This design comes from an exercise in tuning for small area on the open sky130 flow, not from production work.
The RTL was checked by simulation tests, not by an equivalence proof against the original design.

## graft_core
module graft_core (
    input  wire         clk,
    input  wire         rst,             
    input  wire         start,           
    input  wire         op,              
    input  wire         erase,           
    input  wire [255:0] root_key,
    input  wire         root_256,        
    input  wire [7:0]   kind,
    input  wire [63:0]  eui,
    input  wire [7:0]   epoch_rec,       
    input  wire [1:0]   epoch_sc,        
    input  wire         epoch_resolve,   
    output wire         busy,
    output wire         done,
    output wire         nokey,
    output wire [127:0] key_out
);
  function [7:0] xtime;
    input [7:0] b;
    xtime = {b[6:0], 1'b0} ^ (b[7] ? 8'h1b : 8'h00);
  endfunction
  function [7:0] slot_flags;
    input [4:0] r;
    input       k256;
    reg   [4:0] r0;
    begin
      r0 = k256 ? 5'd0 : 5'd4;
      slot_flags = {r >= r0 && r <= 5'd14,
                    r == r0,
                    r == 5'd14,
                    r > r0 && r < 5'd14,
                    r == r0,
                    k256 && r == 5'd1,
                    !k256 || !r[0],
                    r == 5'd19};
    end
  endfunction
  reg         busy_r;
  reg         done_r;
  reg         op_r;
  reg         nokey_pend;   
  reg         k1_valid;
  reg         klen;         
  reg [4:0]   oh;           
  reg [4:0]   rd;           
  reg         f_aes, f_first, f_last, f_mc, f_plo, f_phi, f_rot, f_fin;
  reg [39:0]  row0;         
  reg [31:0]  row1;
  reg [31:0]  row2;
  reg [31:0]  row3;
  reg [319:0] kreg;         
  reg [127:0] k1r;          
  reg [1:0]   kph;          
  reg [3:0]   ksel;         
  assign busy  = busy_r;
  assign done  = done_r;
  assign nokey = nokey_pend;
  wire ph0    = oh[0];
  wire ccyc   = f_aes && !ph0;                 
  wire finish = busy_r && f_fin && ph0;        
  wire accept = start && !busy_r;
  wire [31:0] kw0 = kreg[31:0];
  wire [31:0] kw5 = kreg[191:160];
  ...
Size in the first run: about 610 flip-flops, about 480 I/O pins, roughly 0.030 sq mm of cells after synthesis.
Settings: LEC_CHECK=0, ABC_AREA=1, ABC_CLOCK_PERIOD_IN_PS=9000, CAP_MARGIN=20, CORE_MARGIN=2, CORE_UTILIZATION=40, CTS_BUF_LIST=sky130_fd_sc_hd__clkbuf_8, CTS_CLUSTER_DIAMETER=50, CTS_CLUSTER_SIZE=16, GPL_ROUTABILITY_DRIVEN=1, PLACE_DENSITY_LB_ADDON=0.3, SLEW_MARGIN=20; clock period 9.0 ns.
run.sh (not shown) runs the stock make flow with config.mk's settings and CLKGATE_MAP_FILE= SYNTH_SCRIPT=/design/flow/synth_recipe.tcl, a recipe that flattens the netlist after the stock synthesis.
==> next run, changes <==
==> flow/flow/run.sh (new file) <==
#!/bin/bash
# Layout flow: the standard ORFS flow (standard.sh) with two changes:
#  - synthesis maps logic with an area-oriented ABC script (flow/abc_area.script)
#    instead of ORFS's delay-oriented one; everything else in the synthesis
#    script (synth_recipe.tcl, hence the registers) is unchanged;
#  - every input and output port still gets a buffer, a buf_1 instead of the
#    clkdlybuf4s50_1 that buffer_ports picks by default;
#  - clock tree synthesis clusters up to 20 flip-flops (60 um across) per
#    clkbuf_8 and inserts no dummy loads.
# Each tool writes its full log under orfs/logs/ (ORFS), and this script's
# own output goes to flow_run.log.
set -euo pipefail
W=$(pwd)
exec > >(tee -a "$W/flow_run.log") 2>&1

{
  echo 'proc abc {args} {'
  echo '  set i [lsearch -exact $args -script]'
  echo "  if {\$i >= 0} { lset args [expr {\$i + 1}] $W/flow/abc_area.script }"
  echo '  yosys abc {*}$args'
  echo '}'
  cat "$W/synth_recipe.tcl"
} > "$W/synth_area.tcl"

sed -e "s#SYNTH_SCRIPT=[^ ]*#SYNTH_SCRIPT=$W/synth_area.tcl BUFFER_PORTS_ARGS='-buffer_cell sky130_fd_sc_hd__buf_1' CTS_ARGS='-sink_clustering_enable -repair_clock_nets -dont_use_dummy_load -sink_clustering_size 20 -sink_clustering_max_diameter 60 -buf_list {sky130_fd_sc_hd__clkbuf_8}'#" \
    "$W/standard.sh" > "$W/standard_area.sh"
grep -n 'make ' "$W/standard_area.sh"
bash "$W/standard_area.sh" > "$W/standard_area.log" 2>&1
echo "flow done"
==> flow/flow/abc_area.script (new file) <==
strash
dch -f
amap
strash
dch -f
amap
==> flow/standard.sh (new file) <==
#!/bin/bash
# synth_recipe.tcl (not shown) runs the flow's synth.tcl, then flattens the netlist and writes it again
# the make line also repeats each setting of config.mk as NAME=value (left out here)
make -C /OpenROAD-flow-scripts/flow DESIGN_CONFIG=/design/flow/config.mk WORK_HOME=/design/flow/orfs CLKGATE_MAP_FILE= SYNTH_SCRIPT=/design/flow/synth_recipe.tcl "${@:-finish}"
Settings changed: ABC_AREA 1 to unset, ABC_CLOCK_PERIOD_IN_PS 9000 to unset, CORE_UTILIZATION 40 to 50, CTS_BUF_LIST sky130_fd_sc_hd__clkbuf_8 to unset, CTS_CLUSTER_DIAMETER 50 to unset, CTS_CLUSTER_SIZE 16 to unset, PLACE_DENSITY_LB_ADDON 0.3 to 0.1.
removed: flow/run.sh
=> Synthesized cell count went down by well over a third; global-route usage rises by 5.4 points; clock skew rises by 0.024 ns; non-clock buffer count increases by 46.

graft_core again, from the RTL that the note above started with.
==> flow/config.mk <==
export PLATFORM = sky130hd
export DESIGN_NAME = graft_core
export DESIGN_NICKNAME = graft_core
export VERILOG_FILES = /design/flow/design.v
export SDC_FILE = /design/flow/constraint.sdc
export NUM_CORES = 8
export LEC_CHECK = 0
export CAP_MARGIN = 20
export CORE_MARGIN = 2
export CORE_UTILIZATION = 40
export GPL_ROUTABILITY_DRIVEN = 1
export PLACE_DENSITY_LB_ADDON = 0.1
export SLEW_MARGIN = 20
==> flow/constraint.sdc <==
create_clock -name core_clock -period 9.0 [get_ports {clk}]
set_input_delay 1.8000 -clock core_clock [delete_from_list [all_inputs] [get_ports {clk}]]
set_output_delay 1.8000 -clock core_clock [all_outputs]
set_load 0.01 [all_outputs]
standard.sh (not shown) runs the stock make flow with config.mk's settings and CLKGATE_MAP_FILE= SYNTH_SCRIPT=/design/flow/synth_recipe.tcl, a recipe that flattens the netlist after the stock synthesis.
==> flow/flow/run.sh <==
#!/bin/bash
# Layout flow: the standard ORFS flow (standard.sh) with two changes:
#  - synthesis maps logic with an area-oriented ABC script (flow/abc_area.script)
#    instead of ORFS's delay-oriented one; everything else in the synthesis
#    script (synth_recipe.tcl, hence the registers) is unchanged;
#  - every input and output port still gets a buffer, a buf_1 instead of the
#    clkdlybuf4s50_1 that buffer_ports picks by default;
#  - clock tree synthesis clusters up to 20 flip-flops (60 um across) per
#    clkbuf_8 and inserts no dummy loads.
# Each tool writes its full log under orfs/logs/ (ORFS), and this script's
# own output goes to flow_run.log.
set -euo pipefail
W=$(pwd)
exec > >(tee -a "$W/flow_run.log") 2>&1

{
  echo 'proc abc {args} {'
  echo '  set i [lsearch -exact $args -script]'
  echo "  if {\$i >= 0} { lset args [expr {\$i + 1}] $W/flow/abc_area.script }"
  echo '  yosys abc {*}$args'
  echo '}'
  cat "$W/synth_recipe.tcl"
} > "$W/synth_area.tcl"

sed -e "s#SYNTH_SCRIPT=[^ ]*#SYNTH_SCRIPT=$W/synth_area.tcl BUFFER_PORTS_ARGS='-buffer_cell sky130_fd_sc_hd__buf_1' CTS_ARGS='-sink_clustering_enable -repair_clock_nets -dont_use_dummy_load -sink_clustering_size 25 -sink_clustering_max_diameter 60 -buf_list {sky130_fd_sc_hd__clkbuf_8 sky130_fd_sc_hd__clkbuf_16}'#" \
    "$W/standard.sh" > "$W/standard_area.sh"
grep -n 'make ' "$W/standard_area.sh"
bash "$W/standard_area.sh" > "$W/standard_area.log" 2>&1
echo "flow done"
==> flow/flow/abc_area.script <==
strash
dch -f
amap
strash
dch -f
amap
Edit:
--- a/flow/flow/run.sh
+++ b/flow/flow/run.sh
@@ -1,3 +1,3 @@
 #!/bin/bash
-# Layout flow: the standard ORFS flow (standard.sh) with two changes:
+# Layout flow: the standard ORFS flow (standard.sh) with these changes:
 #  - synthesis maps logic with an area-oriented ABC script (flow/abc_area.script)
@@ -7,3 +7,3 @@
 #    clkdlybuf4s50_1 that buffer_ports picks by default;
-#  - clock tree synthesis clusters up to 20 flip-flops (60 um across) per
+#  - clock tree synthesis clusters up to 16 flip-flops (50 um across) per
 #    clkbuf_8 and inserts no dummy loads.
@@ -24,3 +24,3 @@
 
-sed -e "s#SYNTH_SCRIPT=[^ ]*#SYNTH_SCRIPT=$W/synth_area.tcl BUFFER_PORTS_ARGS='-buffer_cell sky130_fd_sc_hd__buf_1' CTS_ARGS='-sink_clustering_enable -repair_clock_nets -dont_use_dummy_load -sink_clustering_size 25 -sink_clustering_max_diameter 60 -buf_list {sky130_fd_sc_hd__clkbuf_8 sky130_fd_sc_hd__clkbuf_16}'#" \
+sed -e "s#SYNTH_SCRIPT=[^ ]*#SYNTH_SCRIPT=$W/synth_area.tcl BUFFER_PORTS_ARGS='-buffer_cell sky130_fd_sc_hd__buf_1' CTS_ARGS='-sink_clustering_enable -repair_clock_nets -dont_use_dummy_load -sink_clustering_size 16 -sink_clustering_max_diameter 50 -buf_list {sky130_fd_sc_hd__clkbuf_8}'#" \
     "$W/standard.sh" > "$W/standard_area.sh"
GPL_ROUTABILITY_DRIVEN = 0   (was 1)
PLACE_DENSITY_LB_ADDON = 0.3   (was 0.1)
The changed run went through all stages and came out clean.
Die area is unchanged.
Routed wire length came out lower by 8.9%.
Edit:
--- a/flow/flow/run.sh
+++ b/flow/flow/run.sh
@@ -1,3 +1,3 @@
 #!/bin/bash
-# Layout flow: the standard ORFS flow (standard.sh) with these changes:
+# Layout flow: the standard ORFS flow (standard.sh) with two changes:
 #  - synthesis maps logic with an area-oriented ABC script (flow/abc_area.script)
@@ -7,3 +7,3 @@
 #    clkdlybuf4s50_1 that buffer_ports picks by default;
-#  - clock tree synthesis clusters up to 16 flip-flops (50 um across) per
+#  - clock tree synthesis clusters up to 20 flip-flops (60 um across) per
 #    clkbuf_8 and inserts no dummy loads.
@@ -24,3 +24,3 @@
 
-sed -e "s#SYNTH_SCRIPT=[^ ]*#SYNTH_SCRIPT=$W/synth_area.tcl BUFFER_PORTS_ARGS='-buffer_cell sky130_fd_sc_hd__buf_1' CTS_ARGS='-sink_clustering_enable -repair_clock_nets -dont_use_dummy_load -sink_clustering_size 16 -sink_clustering_max_diameter 50 -buf_list {sky130_fd_sc_hd__clkbuf_8}'#" \
+sed -e "s#SYNTH_SCRIPT=[^ ]*#SYNTH_SCRIPT=$W/synth_area.tcl BUFFER_PORTS_ARGS='-buffer_cell sky130_fd_sc_hd__buf_1' CTS_ARGS='-sink_clustering_enable -repair_clock_nets -dont_use_dummy_load -sink_clustering_size 20 -sink_clustering_max_diameter 60 -buf_list {sky130_fd_sc_hd__clkbuf_8}'#" \
     "$W/standard.sh" > "$W/standard_area.sh"
GPL_ROUTABILITY_DRIVEN = 1   (was 0)
PLACE_DENSITY_LB_ADDON = 0.1   (was 0.3)
The new run finished clean.
Core utilization barely changes.
Clock skew falls by 0.0044 ns.
Synthesized cell count stays the same.
Edit:
PLACE_DENSITY_LB_ADDON = 0.3   (was 0.1)
After rerunning: Die area is unchanged; global-route usage is lower by 2.2 points; final cell count decreases by 0.35%; via count went down by 1.6%; wire length falls by 7.7%; utilization goes down by 0.24 points; setup slack is better by 0.085 ns.
Edit:
--- a/flow/flow/run.sh
+++ b/flow/flow/run.sh
@@ -24,3 +24,3 @@
 
-sed -e "s#SYNTH_SCRIPT=[^ ]*#SYNTH_SCRIPT=$W/synth_area.tcl BUFFER_PORTS_ARGS='-buffer_cell sky130_fd_sc_hd__buf_1' CTS_ARGS='-sink_clustering_enable -repair_clock_nets -dont_use_dummy_load -sink_clustering_size 20 -sink_clustering_max_diameter 60 -buf_list {sky130_fd_sc_hd__clkbuf_8}'#" \
+sed -e "s#SYNTH_SCRIPT=[^ ]*#SYNTH_SCRIPT=$W/synth_area.tcl BUFFER_PORTS_ARGS='-buffer_cell sky130_fd_sc_hd__buf_1' CTS_ARGS='-sink_clustering_enable -repair_clock_nets -dont_use_dummy_load -sink_clustering_size 30 -sink_clustering_max_diameter 60 -buf_list {sky130_fd_sc_hd__clkbuf_16}'#" \
     "$W/standard.sh" > "$W/standard_area.sh"
PLACE_DENSITY_LB_ADDON = 0.1   (was 0.3)
=>
- clock skew shrinks by 0.028 ns
- fmax barely changes
- global-route usage grows by 2.3 points
- count of clock-buffer cells in the layout shrinks by 4
Edit:
--- a/flow/flow/run.sh
+++ b/flow/flow/run.sh
@@ -1,3 +1,3 @@
 #!/bin/bash
-# Layout flow: the standard ORFS flow (standard.sh) with two changes:
+# Layout flow: the standard ORFS flow (standard.sh) with these changes:
 #  - synthesis maps logic with an area-oriented ABC script (flow/abc_area.script)
@@ -7,3 +7,3 @@
 #    clkdlybuf4s50_1 that buffer_ports picks by default;
-#  - clock tree synthesis clusters up to 20 flip-flops (60 um across) per
+#  - clock tree synthesis clusters up to 16 flip-flops (50 um across) per
 #    clkbuf_8 and inserts no dummy loads.
@@ -24,3 +24,3 @@
 
-sed -e "s#SYNTH_SCRIPT=[^ ]*#SYNTH_SCRIPT=$W/synth_area.tcl BUFFER_PORTS_ARGS='-buffer_cell sky130_fd_sc_hd__buf_1' CTS_ARGS='-sink_clustering_enable -repair_clock_nets -dont_use_dummy_load -sink_clustering_size 30 -sink_clustering_max_diameter 60 -buf_list {sky130_fd_sc_hd__clkbuf_16}'#" \
+sed -e "s#SYNTH_SCRIPT=[^ ]*#SYNTH_SCRIPT=$W/synth_area.tcl BUFFER_PORTS_ARGS='-buffer_cell sky130_fd_sc_hd__buf_1' CTS_ARGS='-sink_clustering_enable -repair_clock_nets -dont_use_dummy_load -sink_clustering_size 16 -sink_clustering_max_diameter 50 -buf_list {sky130_fd_sc_hd__clkbuf_8}'#" \
     "$W/standard.sh" > "$W/standard_area.sh"
PLACE_DENSITY_LB_ADDON = 0.3   (was 0.1)
Outcome:
- routed wire length went down by 7.3%
- cell area went down by 1.4%
- area after synthesis is unchanged
- setup slack is worse by 0.083 ns
- count of clock-buffer cells in the layout went up by 18
- hold slack is worse by 0.013 ns
- synthesized cell count is unchanged
- non-clock buffer count went down by 15
- via count went down by 1.5%

==> port drivers added, routing unchanged <==
No port has a modelled driver above. Below, the same layouts with a new extraction and two added sets of constraints.
Step 1, drivers: a clkbuf_16 drives clk and a buf_2 each remaining input, both assumed.
Step 2 moves the port delays by t, midway between the first and last clock arrival at a register: inputs arrive t later, outputs are due t later. That takes back most of the time a late clock gives input paths.
a / b / c = ideal / step 1 / step 2; a / b = the first two.
run	shift t [ns]	setup slack, ns	worst register clock-pin slew, ns
the first run of note 1	0.757	2.140 / 2.140 / 2.140	0.10 / 0.10
the second run of note 1	0.692	0.537 / 0.537 / 0.537	0.12 / 0.12
the first run of note 2	0.633	0.628 / 0.628 / 0.628	0.10 / 0.10
the second run of note 2	0.718	0.609 / 0.609 / 0.609	0.10 / 0.10
the third run of note 2	0.696	0.582 / 0.582 / 0.582	0.12 / 0.12
the fourth run of note 2	0.679	0.667 / 0.667 / 0.667	0.12 / 0.12
the fifth run of note 2	0.629	0.691 / 0.691 / 0.691	0.10 / 0.10
the sixth run of note 2	0.720	0.608 / 0.608 / 0.608	0.10 / 0.10
After both steps setup and hold are still met in every run listed.
